From an optimization exercise on the open Yosys and OpenROAD flow, aimed at small area; shortcuts taken in it are not production practice. Function was checked by simulation only, so behaviour that the tests miss may differ from the original. No activity file was given, so power comes from the tool's default toggle rates.

== job 101 ==
==> flow/design.v (excerpt) <==
module vdx_istore_ecc (
    input  wire          clk,
    input  wire          rst,
    input  wire          wr_valid,
    input  wire [79:0]   wr_data,
    output reg           enc_valid,
    output reg  [7:0]    enc_chk,
    input  wire [3:0]    rd_valid,
    input  wire [351:0]  rd_word,
    output reg  [3:0]    chk_valid,
    output wire [7:0]    chk_status,
    output wire [319:0]  chk_data,
    output wire [3:0]    wb_valid,
    output wire [31:0]   wb_chk,
    input  wire          cnt_clr,
    output reg  [15:0]   ce_cnt
);
export LEC_CHECK = 0
export CAP_MARGIN = 0
export CORE_AREA = 2 2.72 498 109.52
export DIE_AREA = 0 0 500 112
export GPL_TIMING_DRIVEN = 0
export PLACE_DENSITY = 0.8
export SLEW_MARGIN = 0
export SYNTH_HIERARCHICAL = 1
export SYNTH_MINIMUM_KEEP_SIZE = 0
create_clock -name core_clock -period 8.0 [get_ports {clk}]
standard.sh (not shown) runs the stock make flow with config.mk's settings and CLKGATE_MAP_FILE= SYNTH_SCRIPT=/design/flow/synth_recipe.tcl, a recipe that flattens the netlist after the stock synthesis.
==> flow/flow/run.sh <==
#!/bin/bash
# The standard layout (the standard.sh, standard synthesis unchanged),
# with these changes:
#  - the port buffers that buffer_ports inserts on every input and output
#    are buf_1 instead of the default cell;
#  - global placement is not timing driven, and the synthesis buffers are
#    removed before it as the timing-driven flow does;
#  - clock tree synthesis uses larger sink clusters of clkbuf_8 and no
#    dummy loads.
set -euo pipefail
CTS="-sink_clustering_enable -repair_clock_nets -dont_use_dummy_load"
CTS="$CTS -buf_list {${CTS_BUFS:-sky130_fd_sc_hd__clkbuf_8}}"
CTS="$CTS -sink_clustering_size ${CTS_SIZE:-15} -sink_clustering_max_diameter ${CTS_DIAM:-50}"
here=$(cd "$(dirname "$0")" && pwd)
bash standard.sh \
  "PRE_GLOBAL_PLACE_TCL=$here/pre_gpl.tcl" \
  "BUFFER_PORTS_ARGS=-buffer_cell sky130_fd_sc_hd__buf_1" \
  "CTS_ARGS=$CTS" \
  finish > standard.log 2>&1
==> flow/flow/pre_gpl.tcl <==
# Sourced before global placement (PRE_GLOBAL_PLACE_TCL). Placement here is
# not timing driven (GPL_TIMING_DRIVEN 0), and the flow removes the
# synthesis buffers only for timing-driven placement, so remove them here.
remove_buffers
--- input diff job 101..job 102 ---
- PLACE_DENSITY: 0.8 -> unset
- GPL_TIMING_DRIVEN: 0 -> unset
diff --git a/flow/flow/run.sh b/flow/flow/run.sh
--- a/flow/flow/run.sh
+++ b/flow/flow/run.sh
@@ -6,2 +5,0 @@
-#  - global placement is not timing driven, and the synthesis buffers are
-#    removed before it as the timing-driven flow does;
@@ -14 +11,0 @@
-here=$(cd "$(dirname "$0")" && pwd)
@@ -16 +12,0 @@
-  "PRE_GLOBAL_PLACE_TCL=$here/pre_gpl.tcl" \
removed: flow/flow/pre_gpl.tcl
==> comparison <==
In the metrics for job 102 and job 101, the one carrying the lower number of non-clock buffers is job 101.
Setup slack for job 102: 0.056 ns up relative to job 101
Total detailed-routing wirelength, job 102 and job 101: smaller value in job 101
Job 102 ended up with a lower final critical-path share of the clock period than job 101 did.
Delta (job 102 minus job 101): total clock network power held, global router's overall resource usage flat, cell area shows no meaningful change, final cell count now sits at about the same level.
met1 layer wirelength in the final routing, job 102 and job 101, lower one = job 101.
On utilization, job 102 and job 101 are basically level.
Sequential cell count of the final layout: job 102 vs job 101 identical
Inputs modified between job 102 and job 103:
- an added PLACE_DENSITY of 0.8
Results
Diff job 103..job 102 | non-clock buffer share of cell area | negligible
Between job 103 and job 102, the difference in sequential share of layout area is negligible.
Looking at shortest clock period the worst path allows after layout across both flows, job 103 is the stronger of the two, with job 102 trailing.
Job 103 gives less worst hold slack than job 102 did.
[compare] base=job 102 new=job 103: number of antenna repair diodes went down by 3, transition time at the pin with the least slew margin went down by 0.026 ns, data required time of the critical path was more or less identical, peak clock frequency supported by timing went up by about 2%.
#### Input delta (job 104 over job 103)
- PLACE_DENSITY removed (was 0.8)
diff --git a/flow/flow/run.sh b/flow/flow/run.sh
--- a/flow/flow/run.sh
+++ b/flow/flow/run.sh
@@ -6 +6 @@
-#  - clock tree synthesis uses larger sink clusters of clkbuf_8 and no
+#  - clock tree synthesis uses larger sink clusters of clkbuf_16 and no
@@ -10,2 +10,2 @@
-CTS="$CTS -buf_list {${CTS_BUFS:-sky130_fd_sc_hd__clkbuf_8}}"
-CTS="$CTS -sink_clustering_size ${CTS_SIZE:-15} -sink_clustering_max_diameter ${CTS_DIAM:-50}"
+CTS="$CTS -buf_list {${CTS_BUFS:-sky130_fd_sc_hd__clkbuf_16}}"
+CTS="$CTS -sink_clustering_size ${CTS_SIZE:-28} -sink_clustering_max_diameter ${CTS_DIAM:-70}"
Results
Re data arrival at the endpoint of the critical path: job 104 and job 103 aren't equal, and the higher value belongs to job 104. Going from job 103 to job 104, relative slew slack grows by 0.71 points. Measured against each other, job 104 and job 103 differ in number of clock buffers inserted by TritonCTS, the higher figure coming from job 103. Job 104 vs job 103 on via total after detailed routing: job 104 is the lower one. [compare] base=job 103 new=job 104: sum of routed wire length over all layers went down by about 1.2%; total non-filler cell area in the finished layout roughly the same; sequential share of cell area shows no meaningful change.
Relative to job 104, the following input files were edited for job 105:
- GPL_TIMING_DRIVEN newly set to 0
diff --git a/flow/flow/run.sh b/flow/flow/run.sh
--- a/flow/flow/run.sh
+++ b/flow/flow/run.sh
@@ -6 +6,3 @@
-#  - clock tree synthesis uses larger sink clusters of clkbuf_16 and no
+#  - global placement is not timing driven, and the synthesis buffers are
+#    removed before it as the timing-driven flow does;
+#  - clock tree synthesis uses larger sink clusters of clkbuf_8 and no
@@ -10,2 +12,3 @@
-CTS="$CTS -buf_list {${CTS_BUFS:-sky130_fd_sc_hd__clkbuf_16}}"
-CTS="$CTS -sink_clustering_size ${CTS_SIZE:-28} -sink_clustering_max_diameter ${CTS_DIAM:-70}"
+CTS="$CTS -buf_list {${CTS_BUFS:-sky130_fd_sc_hd__clkbuf_8}}"
+CTS="$CTS -sink_clustering_size ${CTS_SIZE:-15} -sink_clustering_max_diameter ${CTS_DIAM:-50}"
+here=$(cd "$(dirname "$0")" && pwd)
@@ -12,0 +16 @@
+  "PRE_GLOBAL_PLACE_TCL=$here/pre_gpl.tcl" \
==> flow/flow/pre_gpl.tcl (new file) <==
# Sourced before global placement (PRE_GLOBAL_PLACE_TCL). Placement here is
# not timing driven (GPL_TIMING_DRIVEN 0), and the flow removes the
# synthesis buffers only for timing-driven placement, so remove them here.
remove_buffers
Results
Job 105 closes out successfully: all stages finished, all timing, DRC and antenna checks passed. Wire length: job 104 vs job 105, no meaningful difference. In terms of clock transition at the register clock pins on the worst setup and hold paths after CTS, job 104 and job 105 differ only marginally. Job 104 and job 105 ended up with roughly the same power. Looking only at count of clock-buffer cells in the layout, and setting everything else aside, the higher value of job 105 and job 104 goes to job 105. [job 105] ratio of cells with drive above 1 in the final layout rose 0.52 points relative to job 104. Row setup slack: job 105 lower / job 104 higher. Of the two values seen for critical path startpoint, s2_word[144] was produced by job 104 and s2_word[56] by job 105. The lower time the worst path needs with I/O delays and setup of job 105 and job 104 is in job 104.

-- static timing again, ports no longer ideal --
How much do the figures lean on ideal ports? The routed layouts below were timed once more, with nothing changed but the port constraints.
Step 1: set_driving_cell puts a clkbuf_16 on clk and a buf_2 on each other input, an assumption about the parent block.
Step 2 times the ports against the registers' clock, not the clock port: input delays grow and output delays shrink by t, the midpoint of the rising clock arrivals with the driver on.
Slacks: ideal / step 1 / step 2; pairs: ideal / step 1.
run | t, ns | setup WS [ns] | clock arrival spread, ns
job 101 | 0.672 | 1.162 / 1.109 / 1.649 | 0.087 / 0.087
job 102 | 0.732 | 1.219 / 1.147 / 1.611 | 0.089 / 0.089
job 103 | 0.669 | 1.346 / 1.294 / 1.674 | 0.082 / 0.082
job 104 | 0.706 | 1.307 / 1.227 / 1.592 | 0.049 / 0.049
job 105 | 0.730 | 1.120 / 1.051 / 1.445 | 0.095 / 0.095
After both steps setup and hold are still met in every run listed.
